From an optimization exercise on the open Yosys and OpenROAD flow, aimed at small area; shortcuts taken in it are not production practice. At most, simulation tests tie the RTL to the original design; equivalence was not proved. No functional check of the RTL was part of run 3. The flow treats the clock pin as an ideal source, which a real chip does not have. Power figures rest on the tool's default switching activity, not on a simulated workload.

### design.v
module iso_link_rx (
    input  wire        clk,
    input  wire        rst,             
    input  wire        rxd,             
    input  wire        beacon,          
    input  wire        tick_1us,        
    input  wire        tlm_lost_rd,     
    input  wire        crc_err_rd,      
    input  wire [7:0]  ld_fault_w1c,    
    input  wire        ld_vld_ov_w1c,   
    output reg         frm_valid,       
    output wire [3:0]  frm_type,
    output wire [47:0] frm_payload,
    output reg  [1:0]  state,           
    output reg         ssr,
    output reg         lclk_lock,
    output reg         line_present,
    output reg  [15:0] tlm_lost,
    output reg  [15:0] crc_err,
    output reg  [7:0]  qw_last,
    output wire [31:0] line_period,
    output reg  [31:0] zc_pos,
    output reg  [31:0] zc_neg,
    output reg  [9:0]  hvin_v,
    output reg  [11:0] vline_pk,
    output reg  [7:0]  ld_temp,
    output reg  [7:0]  ld_fault,
    output reg         ld_vld_ov,
    output reg         ev_line_loss,    
    output wire        ev_line_return,  
    output wire        ev_link_fault,   
    output wire        ev_tlm_loss,     
    output wire        ev_conv_fault,   
    output reg         lf_reset         
);
    localparam [1:0] ST_DOWN = 2'd0, ST_TRAIN = 2'd1, ST_UP = 2'd2, ST_FAULT = 2'd3;
    localparam [11:0] TMR_SEED = 12'hC90;
    localparam [11:0] TMR_TERM = 12'hFFF;
    localparam [16:0] LF_SEED  = 17'h00001;
    localparam [16:0] LF_LAST  = 17'h0FCBC;
    localparam [16:0] AGE_SEED = 17'h1EC12;
    localparam [16:0] AGE_MASK = 17'h0AAAA;
    localparam [59:0] WP_CODE  = {4'h8, 4'hC, 4'hE, 4'hF, 4'h7, 4'hB, 4'h5, 4'hA,
                                  4'hD, 4'h6, 4'h3, 4'h9, 4'h4, 4'h2, 4'h1};
    localparam [3:0]  WP_LAST  = 4'h8;
    reg  [2:0]  hs;
    reg         in_frame;
    reg         half;
    reg  [5:0]  bitcnt;       
    reg  [1:0]  rx_t;         
    reg  [47:0] rx_pay;       
    reg  [7:0]  crc;
    wire       bit_val   = hs[0];
    wire       start_det = !in_frame && hs == 3'b110 && rxd;
    wire       bit_done  = in_frame && half;
    wire       bit_ok    = bit_done && (rxd != bit_val);
    wire       violation = bit_done && (rxd == bit_val);
    wire       is_tlm    = rx_t == 2'b00;
    wire       type_bad  = bit_ok && bitcnt == 6'd4 && rx_pay[3:2] != 2'b10;
    wire       frm_end   = bit_ok && bitcnt == (is_tlm ? 6'd59 : 6'd51);
    wire       lt44      = !bitcnt[5] || (!bitcnt[4] && !(bitcnt[3] && bitcnt[2]));
    wire       lt52      = !bitcnt[5] || !bitcnt[4] || (!bitcnt[3] && !bitcnt[2]);
    wire       shift_pay = bit_ok && (lt44 || (is_tlm && lt52));
    wire [5:0] bitcnt_inc;
    wire [6:0] bci_c;
    assign bci_c[0] = 1'b1;
    wire       crc_fb    = crc[7] ^ bit_val;
    wire [7:0] crc_next  = {crc[6:0], 1'b0} ^ (crc_fb ? 8'h2F : 8'h00);
    wire       fok       = frm_end && crc_next == 8'h00;
    wire       fbad      = (frm_end && crc_next != 8'h00) || type_bad;
    reg  [2:0] hs_nx;
    always @(*) begin
        hs_nx[0] = rxd;
        if (rxd)
            hs_nx[2:1] = {1'b0, hs == 3'b010 || hs == 3'b100};
        else
            case (hs)
                3'b001:  hs_nx[2:1] = 2'b01;
                3'b011:  hs_nx[2:1] = 2'b10;
                3'b100:  hs_nx[2:1] = 2'b11;
                default: hs_nx[2:1] = 2'b00;
            endcase
    end
    always @(posedge clk) begin
        if (rst) begin
            hs       <= 3'b000;
            in_frame <= 1'b0;
        end else begin
            hs <= hs_nx;
            if (start_det)
                in_frame <= 1'b1;
            else if (violation || type_bad || frm_end)
                in_frame <= 1'b0;
        end
    end
    always @(posedge clk) begin
        if (start_det) begin
            half   <= 1'b0;
            bitcnt <= 6'd0;
            crc    <= 8'hFF;
        end else begin
            half <= !half;
            if (bit_ok) begin
                bitcnt <= bitcnt_inc;
                crc    <= crc_next;
            end
        end
        if (bit_ok && bitcnt == 6'd4)
            rx_t <= rx_pay[1:0];
        if (shift_pay)
            rx_pay <= {rx_pay[46:0], bit_val};
    end
    assign frm_type    = {2'b10, rx_t};
    assign frm_payload = {rx_pay[47:40] & {8{is_tlm}}, rx_pay[39:0]};
    wire [7:0]  tlm_seq   = rx_pay[47:40];
    wire [11:0] tlm_vline = rx_pay[39:28];
    wire [9:0]  tlm_hvin  = rx_pay[27:18];
    wire [7:0]  tlm_temp  = rx_pay[17:10];
    wire        tlm_ssr   = rx_pay[9];
    wire [11:0] vline_abs;
    wire [11:0] vabs_op = tlm_vline[11] ? (~tlm_vline + 12'd1) : tlm_vline;
    wire [12:0] abs_c;
    assign abs_c[0] = tlm_vline[11];
    wire        zc_pol    = rx_pay[39];
    wire        zc_lock   = rx_pay[37];
    wire [4:0]  zc_seq    = rx_pay[36:32];
    wire [31:0] stamp     = rx_pay[31:0];
    wire [7:0]  evt_code  = rx_pay[39:32];
    wire got_tlm = fok && rx_t == 2'b00;
    wire got_zc  = fok && rx_t == 2'b01;
    wire got_evt = fok && rx_t == 2'b10;
    wire got_qa  = fok && rx_t == 2'b11;
    reg         tlm_seen;
    reg  [7:0]  tlm_last_seq;
    reg         pos_seen;
    reg         loss_seen;
    reg  [31:0] loss_stamp;
    reg         lost_was0;
    reg  [28:0] lp;
    assign line_period = {3'b000, lp};
    wire [7:0]  tlm_gap;
    wire [8:0]  gap_c;
    assign gap_c[0] = 1'b0;
    wire [15:0] lost_inc  = (got_tlm && tlm_seen) ? {8'd0, tlm_gap} : 16'd0;
    wire [16:0] lost_sum;
    wire [16:0] lost_c;
    assign lost_c[0] = 1'b0;
    wire [15:0] lost_next = tlm_lost_rd ? lost_inc :
                            (lost_sum[16] ? 16'hFFFF : lost_sum[15:0]);
    wire [15:0] crc_inc   = fbad ? 16'd1 : 16'd0;
    wire [16:0] crc_sum;
    wire [16:0] crc_sum_op = {1'b0, crc_err} + {16'd0, fbad};
    wire [16:0] cs_c;
    assign cs_c[0] = fbad;
    wire [15:0] crc_next_cnt = crc_err_rd ? crc_inc :
                            (crc_sum[16] ? 16'hFFFF : crc_sum[15:0]);
    wire [31:0] period_raw;
    wire [32:0] per_c;
    reg         per_c16;
    wire        per_c16_now;
    assign per_c[0] = 1'b1;
    always @(posedge clk)
        per_c16 <= per_c16_now;
    wire [12:0] vpk_b;
    assign vpk_b[0] = 1'b0;
    genvar r;
    generate
        for (r = 0; r < 32; r = r + 1) begin : rip
            assign period_raw[r] = stamp[r] ^ ~zc_pos[r] ^ per_c[r];
            if (r != 15) begin : pc
                assign per_c[r+1] = (stamp[r] & ~zc_pos[r]) | (per_c[r] & (stamp[r] ^ ~zc_pos[r]));
            end else begin : pc16
                assign per_c[16]  = per_c16;
                assign per_c16_now = (stamp[r] & ~zc_pos[r]) | (per_c[r] & (stamp[r] ^ ~zc_pos[r]));
            end
            if (r < 6) begin : g6
                assign bitcnt_inc[r] = bitcnt[r] ^ bci_c[r];
                assign bci_c[r+1]    = bitcnt[r] & bci_c[r];
            end
            if (r < 12) begin : g12a
                assign vline_abs[r] = vabs_op[r];
                assign abs_c[r+1]   = (tlm_vline[r] ^ tlm_vline[11]) & abs_c[r];
            end
            if (r < 16) begin : g16a
                assign crc_sum[r]  = crc_sum_op[r];
                assign cs_c[r+1]   = crc_err[r] & cs_c[r];
            end
            if (r < 8) begin : g8
                assign tlm_gap[r]  = tlm_seq[r] ^ ~tlm_last_seq[r] ^ gap_c[r];
                assign gap_c[r+1]  = (tlm_seq[r] & ~tlm_last_seq[r]) |
                                     (gap_c[r] & (tlm_seq[r] ^ ~tlm_last_seq[r]));
            end
            if (r < 12) begin : g12
                assign vpk_b[r+1]  = (~vline_pk[r] & vline_abs[r]) |
                                     (vpk_b[r] & ~(vline_pk[r] ^ vline_abs[r]));
            end
            if (r < 16) begin : g16
                assign lost_sum[r] = tlm_lost[r] ^ lost_inc[r] ^ lost_c[r];
                assign lost_c[r+1] = (tlm_lost[r] & lost_inc[r]) |
                                     (lost_c[r] & (tlm_lost[r] ^ lost_inc[r]));
            end
        end
    endgenerate
    assign lost_sum[16] = lost_c[16];
    assign crc_sum[16]  = crc_sum_op[16];
    wire vline_gt = vpk_b[12];
    wire evt_01 = evt_code == 8'h01;
    wire evt_02 = evt_code == 8'h02;
    wire evt_07 = evt_code == 8'h07;
    reg  [7:0]  fault_set;
    reg         vld_set;
    reg         conv_code;
    always @(*) begin
        fault_set = 8'd0;
        vld_set   = 1'b0;
        conv_code = 1'b0;
        case (evt_code)
            8'h03: begin fault_set[0] = 1'b1; conv_code = 1'b1; end
            8'h04: begin fault_set[1] = 1'b1; conv_code = 1'b1; end
            8'h05: begin fault_set[2] = 1'b1; conv_code = 1'b1; end
            8'h07:       fault_set[3] = 1'b1;
            8'h06: begin fault_set[4] = 1'b1; conv_code = 1'b1; end
            8'h08: begin fault_set[5] = 1'b1; conv_code = 1'b1; end
            8'h09:       fault_set[6] = 1'b1;
            8'h0A: begin fault_set[7] = 1'b1; conv_code = 1'b1; end
            8'h0B: begin vld_set      = 1'b1; conv_code = 1'b1; end
            default: ;
        endcase
    end
    wire evt_held = frm_valid && rx_t == 2'b10;
    assign ev_conv_fault  = evt_held && conv_code;
    assign ev_line_return = evt_held && evt_02;
    assign ev_tlm_loss    = lost_was0 && (tlm_lost != 16'd0);
    always @(posedge clk) begin
        if (rst) begin
            frm_valid      <= 1'b0;
            ssr            <= 1'b0;
            lclk_lock      <= 1'b0;
            line_present   <= 1'b0;
            tlm_lost       <= 16'd0;
            crc_err        <= 16'd0;
            qw_last        <= 8'd0;
            lp             <= 29'd0;
            hvin_v         <= 10'd0;
            vline_pk       <= 12'd0;
            ld_temp        <= 8'd0;
            ld_fault       <= 8'd0;
            ld_vld_ov      <= 1'b0;
            ev_line_loss   <= 1'b0;
            tlm_seen       <= 1'b0;
            pos_seen       <= 1'b0;
            loss_seen      <= 1'b0;
        end else begin
            frm_valid <= fok;
            tlm_lost    <= lost_next;
            crc_err     <= crc_next_cnt;
            if (got_tlm) begin
                tlm_seen     <= 1'b1;
                ssr          <= tlm_ssr;
                hvin_v       <= tlm_hvin;
                ld_temp      <= tlm_temp;
                if (vline_gt)
                    vline_pk <= vline_abs;
            end
            if (got_zc) begin
                lclk_lock <= zc_lock;
                if (zc_pol) begin
                    lp[28:24] <= zc_seq;
                    if (pos_seen)
                        lp[23:0] <= (period_raw[31:24] != 8'd0) ? 24'hFFFFFF
                                                                : period_raw[23:0];
                    pos_seen <= 1'b1;
                end
            end
            if (got_qa)
                qw_last <= {rx_pay[37:35], rx_pay[39:38], rx_pay[34:32]};
            ld_fault  <= (ld_fault & ~ld_fault_w1c) | (got_evt ? fault_set : 8'd0);
            ld_vld_ov <= (ld_vld_ov & ~ld_vld_ov_w1c) | (got_evt && vld_set);
            ev_line_loss <= 1'b0;
            if (got_evt && evt_01) begin
                line_present <= 1'b0;
                loss_seen    <= 1'b1;
                if (!(loss_seen && loss_stamp == stamp))
                    ev_line_loss <= 1'b1;
            end
            if (got_evt && evt_02)
                line_present <= 1'b1;
        end
    end
    wire [31:0] stamp_z = stamp & {32{!rst}};
    always @(posedge clk) begin
        if (rst || (got_zc && zc_pol))
            zc_pos <= stamp_z;
        if (rst || (got_zc && !zc_pol))
            zc_neg <= stamp_z;
    end
    always @(posedge clk) begin
        lost_was0 <= tlm_lost == 16'd0;
        if (got_tlm)
            tlm_last_seq <= tlm_seq;
        if (got_evt && evt_01)
            loss_stamp <= stamp;
    end
    reg  [16:0] age [0:14];
    reg  [3:0]  wp;           
    reg         wrapped;      
    wire [14:0] w_sel;
    wire [14:0] w_exp;
    genvar g;
    generate
        for (g = 0; g < 15; g = g + 1) begin : slot
            wire [16:0] a     = age[g] ^ AGE_MASK;
            wire        all16 = &a[15:0];
            wire [16:0] a_nx  = {a[15:0], ~(a[16] ^ a[13]) | all16};
            assign w_exp[g] = all16 && a[16];
            assign w_sel[g] = wp == WP_CODE[4*g +: 4];
            always @(posedge clk)
                age[g] <= ((fbad && w_sel[g]) ? AGE_SEED : a_nx) ^ AGE_MASK;
        end
    endgenerate
    wire crc_burst = fbad && wrapped && !(|(w_sel & w_exp));
    always @(posedge clk) begin
        if (rst) begin
            wp      <= 4'b0001;
            wrapped <= 1'b0;
        end else if (fbad) begin
            wp <= {wp[2:0], wp[3] ^ wp[2]};
            if (wp == WP_LAST)
                wrapped <= 1'b1;
        end
    end
    reg  [11:0] frm_cnt;      
    reg  [11:0] bcn_cnt;      
    reg         ssr_run;      
    reg         goodbye;
    reg  [16:0] lf_cnt;
    reg         lf_armed;
    reg         was_up;
    wire frm_silent  = frm_cnt == TMR_TERM;
    wire bcn_present = bcn_cnt != TMR_TERM;
    wire present     = !frm_silent || bcn_present;
    wire [11:0] frm_cnt_nx = {frm_cnt[10:0], ~(frm_cnt[11] ^ frm_cnt[0]) | (&frm_cnt[10:0])};
    wire [11:0] bcn_cnt_nx = {bcn_cnt[10:0], ~(bcn_cnt[11] ^ bcn_cnt[0]) | (&bcn_cnt[10:0])};
    reg  [1:0]  state_nx;
    always @(*) begin
        state_nx = state;
        case (state)
            ST_DOWN:  if (present) state_nx = ST_TRAIN;
            ST_TRAIN: begin
                if (got_tlm && tlm_ssr && ssr_run)
                    state_nx = ST_UP;
                else if (!present)
                    state_nx = ST_DOWN;
            end
            ST_UP: begin
                if (goodbye && frm_silent)
                    state_nx = ST_DOWN;
                else if (frm_silent || crc_burst)
                    state_nx = ST_FAULT;
            end
            ST_FAULT: if (present) state_nx = ST_TRAIN;
            default:  state_nx = ST_DOWN;
        endcase
    end
    wire lf_run = (state == ST_TRAIN || state == ST_FAULT) && bcn_present;
    assign ev_link_fault = was_up && state == ST_FAULT;
    always @(posedge clk) begin
        if (rst) begin
            state    <= ST_DOWN;
            frm_cnt  <= TMR_TERM;
            bcn_cnt  <= TMR_TERM;
            lf_armed <= 1'b1;
            lf_reset <= 1'b0;
        end else begin
            state <= state_nx;
            if (fok)              frm_cnt <= TMR_SEED;
            else                  frm_cnt <= frm_cnt_nx;
            if (beacon)           bcn_cnt <= TMR_SEED;
            else                  bcn_cnt <= bcn_cnt_nx;
            lf_reset <= 1'b0;
            if (state_nx == ST_UP)
                lf_armed <= 1'b1;
            if (lf_run && tick_1us && lf_cnt == LF_LAST && lf_armed) begin
                lf_reset <= 1'b1;
                lf_armed <= 1'b0;
            end
        end
    end
    always @(posedge clk) begin
        was_up <= state == ST_UP;
        if (state == ST_TRAIN && state_nx == ST_TRAIN) begin
            if (got_tlm)
                ssr_run <= tlm_ssr;
        end else begin
            ssr_run <= 1'b0;
        end
        if (state == ST_UP && state_nx == ST_UP) begin
            if (got_evt && evt_07)
                goodbye <= 1'b1;
        end else begin
            goodbye <= 1'b0;
        end
        if (!lf_run)
            lf_cnt <= LF_SEED;
        else if (tick_1us)
            lf_cnt <= {lf_cnt[15:0], lf_cnt[16] ^ lf_cnt[13]};
    end
endmodule
### flow/run.sh
#!/bin/bash
# The standard layout (standard.sh), with two changes:
#  - every port still gets its buffer, but the smallest one (buf_1);
#  - the clock tree uses larger sink clusters and no dummy loads.
# The whole ORFS run's output goes to make.log here; ORFS keeps each step's
# log under orfs/logs/.
set -euo pipefail
export BUFFER_PORTS_ARGS="-buffer_cell sky130_fd_sc_hd__buf_1"
export CTS_ARGS="-sink_clustering_enable -repair_clock_nets -sink_clustering_size 18 -sink_clustering_max_diameter 150 -buf_list sky130_fd_sc_hd__clkbuf_8 -dont_use_dummy_load"
bash standard.sh > make.log 2>&1
### standard.sh
#!/bin/bash
# synth_recipe.tcl (not shown) runs the flow's synth.tcl, then flattens the netlist and writes it again
# the make line also repeats each setting of config.mk as NAME=value (left out here)
make -C /OpenROAD-flow-scripts/flow DESIGN_CONFIG=/design/flow/config.mk WORK_HOME=/design/flow/orfs CLKGATE_MAP_FILE= SYNTH_SCRIPT=/design/flow/synth_recipe.tcl "${@:-finish}"
### config.mk
export PLATFORM = sky130hd
export DESIGN_NAME = iso_link_rx
export DESIGN_NICKNAME = iso_link_rx
export VERILOG_FILES = /design/flow/design.v
export SDC_FILE = /design/flow/constraint.sdc
export NUM_CORES = 4
export LEC_CHECK = 0
export CAP_MARGIN = 20
export CORE_MARGIN = 2
export CORE_UTILIZATION = 60
export PLACE_DENSITY = 0.75
export SLEW_MARGIN = 20
### constraint.sdc
create_clock -name core_clock -period 10.0 [get_ports {clk}]
set_input_delay 2.0000 -clock core_clock [delete_from_list [all_inputs] [get_ports {clk}]]
set_output_delay 2.0000 -clock core_clock [all_outputs]
set_load 0.01 [all_outputs]
==> impl_metrics.tcl, run 1 <==
set metrics [dict create \
    hold_depth 1 \
    maxSlewHeadroom_pct 33.4 \
    antenna_cells 0 \
    hold_buffers 0 \
    r2r_cells 23 \
    htreeDepth 2 \
    fmax_mhz 133 \
    ant_nets 0 \
    max_stage_delay_ns 0.43 \
    slew_violations 0 \
    dr_total_vias 14400 \
    synth_seq_cells 609 \
    synth-edff-count 154 \
    p_seq_share_pct 68.1 \
    vias_per_cell 5.42 \
    synth.top_cells.by_area "dfxtp_1 (41%), edfxtp_1 (21%), nor2_1 (4.7%)" \
    syn_to_final_growth_pct 6.81 \
    crit_required_ns 10.45 \
    clock_path_buffers 3 \
    setup_violations 0 \
    holdPathEnd "age[8][7]$_DFF_P_" \
    cts_root_buf "clkbuf_8" \
    multi_input_comb_area_um2 7440 \
    nets 2289 \
    layout_common_cells "dfxtp_1 (455), nor2_1 (280), buf_1 (248), nand2_1 (239), edfxtp_1 (154)" \
    io_buffers 249 \
    rrSetupSlack_ns 2.77 \
    clkPwrFrac_pct 27.9 \
    min_period_over_period_pct 74.9 \
    crit_slowest_cell "fa_1" \
    swShare_pct 21.6 \
    clock_latency_ns 0.59 \
    postSynthAreaPerCell_um2 11.0 \
    synth_cells 2018 \
    critPathArrivalTime_ns 7.94 \
    die_h_um 196 \
    finalHoldViolCount 0 \
    status "finished clean" \
    die_area_um2 38500 \
    drive_above_1_share_pct 3.10 \
    maxCapViolations 0 \
    synth.distinct_cells 69 \
    hold_path.class "flip-flop to flip-flop" \
    power.leakage_nw 9.37 \
    ys_seq_area_share_pct 61.9 \
    pin_count 255 \
    drt-total-wl_um 44000 \
    grt_pass1_wl_um 71100 \
    p_int_mw 2.95 \
    globalplace.congestion 0.848 \
    synth_top_cell_by_area "dfxtp_1" \
    synth_area_um2 22200 \
    crit_top_cell "ha_1" \
    dr.first_iter.drc_count 858 \
    grt_usage_pct 22.8 \
    worst_slew_pin_slew_ns 0.999 \
    fin_worst_skew_ns 0.0389 \
    tns_ns 0 \
    overflow 0 \
    grt_max_degree 92 \
    ys.flop_type "dfxtp_1" \
    synth_top_area_share_pct 41.1 \
    grt_pass1_vias 13900 \
    irDropWorstVdd_mv 0.117 \
    rsz0062_at_grt "no" \
    clk_pin_slew_ns 0.11 \
    power.net_switching_mw 0.814 \
    remaining_drc_errors 0 \
    dieWidth_um 196 \
    core_area_um2 36500 \
    wl_per_cell_um 16.6 \
    final_common_cell "dfxtp_1" \
    cts_resized 0 \
    pwr-share-comb_pct 4.0 \
    placed_area_um2 23100 \
    reg2reg_to "lp[10]$_SDFFE_PP0P_" \
    cts_tree "yes" \
    min_period_ns 7.49 \
    crit_type "input port to flip-flop" \
    cp-end-kind "flip-flop" \
    crit_fanout 15 \
    yosysWarnings 2 \
    first_pass_iters 5 \
    finalNonFillerCells 2659 \
    rr_startpoint "rx_pay[16]$_DFFE_PP_" \
    seqCellArea_um2 13700 \
    clkSinkCount 609 \
    grt_antenna_before_repair 0 \
    async_flop_share_pct 0 \
    hp-start "age[8][6]$_SDFF_PP0_" \
    cts_setup_buffers 0 \
    postLayoutCellArea_um2 23700 \
    powerDensity_nw_per_um2 159 \
    nFillCells 2878 \
    cts_buffers 39 \
    rows 70 \
    dpl.hpwl_um 31100 \
    dp.cells 2620 \
    initial_core_util_pct 60.7 \
    cp-start-kind "input port" \
]
==> kinds of logic (layout without fill, tap and decap cells) <==
| family | after synthesis | in the layout | synth area share, % |
|---|---|---|---|
| adder cells (fa/ha/maj) | 80 | 80 | 5.97 |
| AND/OR/NAND/NOR | 796 | 796 | 16.9 |
| multiplexers | 36 | 36 | 1.63 |
| AO/OA/AOI/OAI | 192 | 192 | 5.67 |
| buffers and inverters | 223 | 393 | 4.64 |
| XOR/XNOR | 80 | 80 | 3.23 |
| other | 2 | 5 | 0.0339 |
| flip-flops | 609 | 609 | 61.9 |
==> layer usage <==
| metal | routed length, µm | vias to the layer above | GRT usage, % |
|---|---|---|---|
| met3 | 2370 | 63 | 3.78 |
| met1 | 19700 | 6948 | 30.8 |
| met2 | 21000 | 323 | 38.2 |
| met5 | 0 | - | 0 |
| li1 | - | 7089 | - |
| met4 | 982 | 0 | 6.14 |
==> through the flow <==
step                util [%]  total power, mW  hold slack (ns)  setup WS, ns
CTS                     64.8             3.80            0.370          2.52
detailed placement      63.4             2.77            0.365          1.86
global route            64.8             3.90            0.374          2.09
global placement        63.4             2.76            0.357          2.07
finish                  64.8             3.76            0.363          2.51
floorplan                  -             2.72            0.352          2.29
==> critical path, delay by kind of cell <==
family / cells / cell delay, ns
AOI/OAI and AO/OA: 2 / 0.22
adders and majority gates: 15 / 3.84
xor gates and xnor gates: 1 / 0.15
buffers and inverters: 6 / 0.52
and+or+nand+nor: 5 / 1.20
==> synth_stat cells (all sizes together) (2+ instances only) <==
library cell,instances
nor4,21
nor3,21
xor2,15
and2,15
o41ai,3
a211oi,46
a31oi,4
o32ai,2
or3,12
or2,3
and4,4
o22ai,4
fa,43
o31ai,6
clkbuf,75
xnor2,65
ha,37
nand3,35
and4b,2
nand2b,12
o21a,14
o221ai,2
nor2,280
a22oi,3
edfxtp,154
nor4b,3
a21o,8
conb,2
nor2b,23
a21oi,69
buf,56
nand2,239
and3,24
mux2i,36
o2111ai,4
nor3b,8
o21ai,15
dfxtp,455
nand4,53
or4,36
inv,92
o22a,2
==> worst max path at each step <==
stage / startpoint / endpoint / slack (ns) / cells past startpoint
2_1_floorplan: rxd / tlm_lost[7]$_SDFF_PP0_ / 2.29 / 32
3_3_place_gp: rxd / tlm_lost[1]$_SDFF_PP0_ / 2.07 / 29
6_report: rxd / tlm_lost[1]$_SDFF_PP0_ / 2.51 / 29
3_5_place_dp: rxd / tlm_lost[1]$_SDFF_PP0_ / 1.86 / 29
5_1_grt: rxd / tlm_lost[6]$_SDFF_PP0_ / 2.09 / 29
4_1_cts: rxd / tlm_lost[1]$_SDFF_PP0_ / 2.52 / 29
==> power by group through the flow <==
| stage | clock, mW | sequential [mW] | combinational (mW) |
|---|---|---|---|
| 5_1_grt | 1.17 | 2.57 | 0.167 |
| 3_5_place_dp | 0 | 2.62 | 0.149 |
| 3_3_place_gp | 0 | 2.62 | 0.144 |
| 6_report | 1.05 | 2.56 | 0.149 |
| 4_1_cts | 1.08 | 2.56 | 0.150 |
| 2_1_floorplan | 0 | 2.62 | 0.0942 |
==> sequential cells by signal, summed over array words and instances, names as in the netlist, 8 cells and up, named ones only <==
name          cells
age             255
bcn_cnt          12
crc               8
crc_err          16
frm_cnt          12
hvin_v           10
ld_fault          8
ld_temp           8
lf_cnt           17
loss_stamp       32
lp               29
qw_last           8
rx_pay           48
tlm_last_seq      8
tlm_lost         16
vline_pk         12
zc_neg           32
zc_pos           32
==> final cells by class <==
class / count / area share, %
timing repair buffer: 262 / 4.38
multi-input combinational: 1189 / 31.4
inverter: 92 / 1.46
clock buffer: 39 / 2.27
tap: 468 / 2.47
sequential: 609 / 58.0
==> inputs of run 2 (changes only) <==
--- a/flow/run.sh
+++ b/flow/run.sh
@@ -8,3 +8,4 @@
 export BUFFER_PORTS_ARGS="-buffer_cell sky130_fd_sc_hd__buf_1"
 export CTS_ARGS="-sink_clustering_enable -repair_clock_nets -sink_clustering_size 18 -sink_clustering_max_diameter 150 -buf_list sky130_fd_sc_hd__clkbuf_8 -dont_use_dummy_load"
+export POST_CTS_TCL="$(pwd)/flow/post_cts.tcl"
 bash standard.sh > make.log 2>&1
==> flow/post_cts.tcl (new file) <==
# After CTS: downsize gates off the critical paths, then repair slew and
# capacitance again and legalise the placement.
estimate_parasitics -placement
repair_timing -recover_power 100 -verbose
repair_design -slew_margin 20 -cap_margin 20 -verbose
detailed_placement
check_placement -verbose
estimate_parasitics -placement
report_worst_slack -max
report_worst_slack -min
==> impl_metrics.tcl, run 2 <==
set metrics [dict create \
    cp-start-kind "input port" \
    tns_ns 0 \
    postLayoutCellArea_um2 23800 \
    rsz0062_at_grt "no" \
    drive_above_1_share_pct 3.37 \
    finalWorstSetupSlack_ns 2.30 \
    crit_required_ns 10.45 \
    largest_reg_flops 255 \
    powerDensity_nw_per_um2 158 \
    clk_pin_slew_ns 0.11 \
    synth_seq_cells 609 \
    crit_fanout 15 \
    grt_pass1_vias 13900 \
    yosysWarnings 2 \
    async_flop_share_pct 0 \
    max_stage_delay_ns 0.43 \
    min_period_ns 7.70 \
    busiest_layer "met2" \
    synth_top_cell_by_area "dfxtp_1" \
    dpl.hpwl_um 31100 \
    nFillCells 2865 \
    synth.distinct_cells 69 \
    met3_usage_pct 3.61 \
    setup_violations 0 \
    die_area_um2 38500 \
    remaining_drc_errors 0 \
    dp_slack_ns 1.86 \
    grt_usage_pct 22.8 \
    synth.top_cells.by_area "dfxtp_1 (41%), edfxtp_1 (21%), nor2_1 (4.7%)" \
    synth_commonest_cells "dfxtp_1 (455), nor2_1 (280), nand2_1 (239)" \
    multi_input_comb_area_um2 7410 \
    cp-end-kind "flip-flop" \
    layout_common_cells "dfxtp_1 (455), nor2_1 (280), buf_1 (247), nand2_1 (239), edfxtp_1 (154)" \
    crit_top_cell "ha_1" \
    dr_total_vias 14500 \
    placed_area_um2 23100 \
    synth-edff-count 154 \
    fmax_mhz 130 \
    irDropWorstVdd_mv 0.117 \
    rows 70 \
    grt_antenna_before_repair 0 \
    fin_worst_skew_ns 0.0378 \
    worst_slew_pin_slew_ns 0.901 \
    finalHoldViolCount 0 \
    wl_per_cell_um 16.5 \
    core_area_um2 36500 \
    seqCellArea_um2 13700 \
    grt_max_degree 48 \
    power_mw 3.76 \
    ant_nets 0 \
    crit_slowest_cell "fa_1" \
    dieWidth_um 196 \
    syn_to_final_growth_pct 7.36 \
    met1_usage_pct 30.8 \
    status "finished clean" \
    slew_violations 0 \
    clkSinkCount 609 \
    min_period_over_period_pct 77.0 \
    ys.flop_type "dfxtp_1" \
    overflow 0 \
    nets 2297 \
    vias_per_cell 5.43 \
    die_h_um 196 \
    critPathArrivalTime_ns 8.15 \
    maxSlewHeadroom_pct 39.8 \
    antenna_cells 0 \
    globalplace.congestion 0.848 \
    io_buffers 249 \
    power.leakage_nw 9.43 \
    yosysMostFrequentCell "dfxtp_1" \
    synth_top_area_share_pct 41.1 \
    dr.first_iter.drc_count 823 \
    maxCapViolations 0 \
    largestRegisters "age (255), rx_pay (48)" \
    drt-total-wl_um 44100 \
    met2_usage_pct 38.5 \
    initial_core_util_pct 60.7 \
    final_common_cell "dfxtp_1" \
    pin_count 255 \
    ys_seq_area_share_pct 61.9 \
    top_register "age" \
    cts_tree "yes" \
    first_pass_iters 5 \
    clock_latency_ns 0.59 \
    finalNonFillerCells 2667 \
    postSynthAreaPerCell_um2 11.0 \
    synth_cells 2018 \
    crit_type "input port to flip-flop" \
    hold_path.class "flip-flop to flip-flop" \
    synth_area_um2 22200 \
    grt_pass1_wl_um 71400 \
    dp.cells 2620 \
]
## run 2: cell counts after synthesis
Identical to the previous run, type by type.
## run 2: layout make-up
class	count	area share, %
Clock buffer	39	2.26
Inverter	92	1.45
Tap cell	468	2.46
Timing Repair Buffer	270	4.98
Multi-Input combinational cell	1189	31.2
Sequential cell	609	57.7
## run 2: logic make-up (layout without fill, tap and decap cells)
group	after synthesis	in the layout	synth area share, %
xor gates and xnor gates	80	80	3.23
buffers and inverters	223	401	4.64
other	2	5	0.0339
AOI/OAI and AO/OA	192	192	5.67
muxes	36	36	1.63
DFF	609	609	61.9
adders and majority gates	80	80	5.97
and+or+nand+nor	796	796	16.9
## run 2: report_power, final
part           internal [mW]  leakage, nW  switching [mW]
registers               2.54         5.18          0.0202
logic                 0.0553         3.97          0.0986
clock network          0.354        0.280           0.694
## run 2: through the flow
stage / util (%) / hold slack [ns]
after floorplan: - / 0.352
after global placement: 63.4 / 0.357
after detailed placement: 63.4 / 0.365
after global routing: 65.2 / 0.374
final: 65.2 / 0.367
## run 2: critical path: cells and delay by family
kind | cells | cell delay [ns]
adder cells (fa/ha/maj) | 15 | 3.84
AND/OR/NAND/NOR | 5 | 1.36
buffers and inverters | 6 | 0.49
AO/OA/AOI/OAI | 2 | 0.29
XOR/XNOR | 1 | 0.15
## run 2: worst paths after layout
check,slack (ns),cells after the start,startpoint,to
setup / recovery,2.30,29,rxd,tlm_lost[1]$_SDFF_PP0_
hold / removal,0.37,1,age[8][6]$_SDFF_PP0_,age[8][7]$_DFF_P_
setup reg to reg,2.59,23,rx_pay[16]$_DFFE_PP_,lp[10]$_SDFFE_PP0P_
hold reg to reg,0.37,1,age[8][6]$_SDFF_PP0_,age[8][7]$_DFF_P_
## run 2: per-layer routing
layer | vias up | part of all wire (%)
li1 | 7101 | -
met4 | 0 | 2.3
met5 | - | 0
met2 | 338 | 48
met3 | 63 | 5.0
met1 | 6978 | 45
==> inputs of run 3 (changes only) <==
--- a/design.v
+++ b/design.v
@@ -40,5 +40,6 @@
     localparam [16:0] LF_LAST  = 17'h0FCBC;
     localparam [16:0] AGE_SEED = 17'h1EC12;
-    localparam [16:0] AGE_MASK = 17'h0AAAA;
+    localparam [16:0] AGE_MASK = 17'h1FFEA;
+    localparam [16:0] AGE_T11  = 17'h095CD;     
     localparam [59:0] WP_CODE  = {4'h8, 4'hC, 4'hE, 4'hF, 4'h7, 4'hB, 4'h5, 4'hA,
                                   4'hD, 4'h6, 4'h3, 4'h9, 4'h4, 4'h2, 4'h1};
@@ -307,4 +308,26 @@
     wire [14:0] w_sel;
     wire [14:0] w_exp;
+    reg  [3:0]  fcnt;         
+    wire        filling = fcnt != 4'd11;
+    reg         fill_bit;
+    always @(*)
+        case (fcnt)
+            4'd0:    fill_bit = AGE_T11[10];
+            4'd1:    fill_bit = AGE_T11[9];
+            4'd2:    fill_bit = AGE_T11[8];
+            4'd3:    fill_bit = AGE_T11[7];
+            4'd4:    fill_bit = AGE_T11[6];
+            4'd5:    fill_bit = AGE_T11[5];
+            4'd6:    fill_bit = AGE_T11[4];
+            4'd7:    fill_bit = AGE_T11[3];
+            4'd8:    fill_bit = AGE_T11[2];
+            4'd9:    fill_bit = AGE_T11[1];
+            default: fill_bit = AGE_T11[0];
+        endcase
+    always @(posedge clk)
+        if (fbad)
+            fcnt <= 4'd0;
+        else if (filling)
+            fcnt <= fcnt + 4'd1;
     genvar g;
     generate
@@ -312,9 +335,12 @@
             wire [16:0] a     = age[g] ^ AGE_MASK;
             wire        all16 = &a[15:0];
-            wire [16:0] a_nx  = {a[15:0], ~(a[16] ^ a[13]) | all16};
+            wire        fill  = filling && w_sel[(g + 1) % 15];
+            wire        a_in  = fill ? fill_bit : (~(a[16] ^ a[13]) | all16);
+            wire [16:0] a_nx  = {a[15:0], a_in};
+            wire [16:0] a_ld  = {a[15:5], AGE_T11[16:11]};
             assign w_exp[g] = all16 && a[16];
             assign w_sel[g] = wp == WP_CODE[4*g +: 4];
             always @(posedge clk)
-                age[g] <= ((fbad && w_sel[g]) ? AGE_SEED : a_nx) ^ AGE_MASK;
+                age[g] <= ((fbad && w_sel[g]) ? a_ld : a_nx) ^ AGE_MASK;
         end
     endgenerate
--- a/flow/run.sh
+++ b/flow/run.sh
@@ -7,5 +7,4 @@
 set -euo pipefail
 export BUFFER_PORTS_ARGS="-buffer_cell sky130_fd_sc_hd__buf_1"
-export CTS_ARGS="-sink_clustering_enable -repair_clock_nets -sink_clustering_size 18 -sink_clustering_max_diameter 150 -buf_list sky130_fd_sc_hd__clkbuf_8 -dont_use_dummy_load"
-export POST_CTS_TCL="$(pwd)/flow/post_cts.tcl"
+export CTS_ARGS="-sink_clustering_enable -repair_clock_nets -sink_clustering_size 30 -sink_clustering_max_diameter 80 -buf_list sky130_fd_sc_hd__clkbuf_16 -dont_use_dummy_load"
 bash standard.sh > make.log 2>&1
removed: flow/post_cts.tcl
==> impl_metrics.tcl, run 3 <==
set metrics [dict create \
    status "finished clean" \
    crit_required_ns 10.42 \
    wl_met3_um 2510 \
    nFillCells 2838 \
    rsz0062_at_grt "no" \
    pin_count 255 \
    fin_worst_skew_ns 0.0585 \
    cp-end-kind "flip-flop" \
    overflow 0 \
    grt_pass1_vias 13900 \
    synth_top_area_share_pct 41.7 \
    slew_violations 0 \
    crit_fanout 16 \
    min_period_ns 7.39 \
    first_pass_iters 5 \
    largestRegisters "age (255), rx_pay (48)" \
    ys.flop_type "dfxtp_1" \
    die_h_um 196 \
    grt_pass1_wl_um 71600 \
    drive_above_1_share_pct 2.84 \
    dr_total_vias 14100 \
    grt_antenna_before_repair 0 \
    synth.mux.area_fraction_pct 2.16 \
    cts_tree "yes" \
    tns_ns 0 \
    globalplace.congestion 0.853 \
    powerDensity_nw_per_um2 164 \
    fmax_mhz 135 \
    cts_root_buf "clkbuf_16" \
    synth_xor_area_share_pct 3.28 \
    cp-start-kind "input port" \
    min_period_over_period_pct 73.9 \
    critPathArrivalTime_ns 7.81 \
    grt_max_degree 68 \
    synth_simple_gate_area_share_pct 15.7 \
    synthAdderAreaFrac_pct 6.10 \
    synth_cells 1901 \
    synth_seq_cells 614 \
    largest_reg_flops 255 \
    drt-total-wl_um 44200 \
    dp_slack_ns 2.05 \
    cts_buffers 26 \
    yosysMostFrequentCell "dfxtp_1" \
    final_common_cell "dfxtp_1" \
    crit_slowest_cell "fa_1" \
    rows 70 \
    highest_layer "met4" \
    clkSinkCount 614 \
    core_area_um2 36400 \
    route.met2.wl_um 21600 \
    hold_buffers 0 \
    dieWidth_um 196 \
    rrSetupSlack_ns 2.81 \
    vias_per_cell 5.55 \
    synth_top_family_by_area "simple AND/OR/NAND/NOR gates" \
    setup_violations 0 \
    layout_common_cells "dfxtp_1 (460), buf_1 (248), nor2_1 (192), edfxtp_1 (154), nand2_1 (146)" \
    async_flop_share_pct 0 \
    hold_path.class "flip-flop to flip-flop" \
    crit_cells 28 \
    crit_top_cell "ha_1" \
    synth_compound_area_share_pct 5.77 \
    yosysWarnings 2 \
    finalHoldViolCount 0 \
    clk_pin_slew_ns 0.11 \
    maxSlewHeadroom_pct 37.5 \
    r2r_cells 23 \
    grt_usage_pct 22.8 \
    remaining_drc_errors 0 \
    clock_path_buffers 3 \
    synth-edff-count 154 \
    clock_latency_ns 0.57 \
    dpl.hpwl_um 31300 \
    cts_setup_buffers 0 \
    crit_buf_inv 6 \
    worst_slew_pin_slew_ns 0.937 \
    htreeDepth 1 \
    synth_top_cell_by_area "dfxtp_1" \
    hold_depth 0 \
    dr.first_iter.drc_count 747 \
    maxCapViolations 0 \
    ys_seq_area_share_pct 62.6 \
    cts_resized 0 \
    synth.distinct_cells 63 \
    synth_area_um2 22100 \
    nets 2178 \
    syn_to_final_growth_pct 7.69 \
    synth.top_cells.by_area "dfxtp_1 (42%), edfxtp_1 (21%), fa_1 (3.9%)" \
    wl_per_cell_um 17.4 \
    synth_commonest_cells "dfxtp_1 (460), nor2_1 (192), edfxtp_1 (154)" \
    ant_nets 0 \
    initial_core_util_pct 60.7 \
    postSynthAreaPerCell_um2 11.6 \
    io_buffers 249 \
    antenna_cells 0 \
    die_area_um2 38400 \
    irDropWorstVdd_mv 0.120 \
    top_register "age" \
    crit_type "input port to flip-flop" \
    critPathTopFamily "adder cells" \
    max_stage_delay_ns 0.43 \
    finalWorstSetupSlack_ns 2.61 \
    met1_length_um 19100 \
    power.leakage_nw 8.84 \
]
## run 3: area by class of cell
type                    instances  area, µm²  area share, %
clock buffers                  26        651           2.73
inverters                      88        330           1.39
multi-input cells            1086       7350           30.9
flip-flops and latches        614      13800           58.1
well taps                     468        586           2.46
repair buffers                264       1050           4.42
## run 3: per-layer routing
layer,GRT usage (%),vias up
met5,0,-
met1,30.0,6886
met4,5.56,0
li1,-,6844
met3,4.44,61
met2,39.2,336
## run 3: metrics by stage
stage          hold slack [ns]  power, mW  util [%]  instances  cell area, µm²
5_1_grt                  0.337       4.04      65.3       2546           23800
3_5_place_dp             0.338       2.80      63.5       2520           23200
3_3_place_gp             0.335       2.80      63.5       2520           23100
4_1_cts                  0.337       3.93      65.3       2546           23800
6_report                 0.337       3.90      65.3       2546           23800
2_1_floorplan            0.331       2.75         -       1904           22100
## run 3: power breakdown
part           internal, mW  switching (mW)  leakage [nW]
Sequential             2.56          0.0215          5.23
Combinational        0.0550           0.103          3.29
Clock                 0.466           0.687         0.320
## run 3: worst paths after layout
kind | from | to
worst min register to register | age[6][6]$_DFF_P_ | age[6][7]$_DFF_P_
worst min-delay path | age[6][6]$_DFF_P_ | age[6][7]$_DFF_P_
worst max-delay path | rxd | tlm_lost[7]$_SDFF_PP0_
worst max register to register | rx_pay[16]$_DFFE_PP_ | lp[18]$_SDFFE_PP0P_
## run 3: cell families after synthesis
| family | after synthesis |
|---|---|
| muxes | 47 |
| and+or+nand+nor | 678 |
| xor gates and xnor gates | 82 |
| DFF | 614 |
| buffers and inverters | 204 |
| adders and majority gates | 82 |
| AOI/OAI and AO/OA | 192 |
| other | 2 |

==> what the ideal ports hide <==
Ports are ideal in the flow. The routed layouts listed here were re-timed in OpenROAD.
Step 1 assumes that a clkbuf_16 drives the clock port and a buf_2 every other input.
Step 2 also shifts input and output timing later by t, the mid clock arrival at the registers, as if the neighbouring blocks saw the same clock.
Slacks: ideal ports / drivers / drivers and shift; pairs: ideal ports / drivers.
| run | t, ns | setup slack, ns | latest minus earliest clock arrival (ns) | worst slew at a driven data input, ns |
|---|---|---|---|---|
| run 1 | 0.622 | 2.508 / 2.498 / 1.876 | 0.039 / 0.038 | 0.06 |
| run 2 | 0.623 | 2.297 / 2.287 / 1.664 | 0.037 / 0.037 | 0.06 |
| run 3 | 0.601 | 2.613 / 2.608 / 2.008 | 0.059 / 0.059 | 0.07 |
After both steps every run listed still meets setup and hold. For run 2, which loses most, drivers alone change the setup slack by -0.010 ns; drivers and shift together by -0.633 ns.
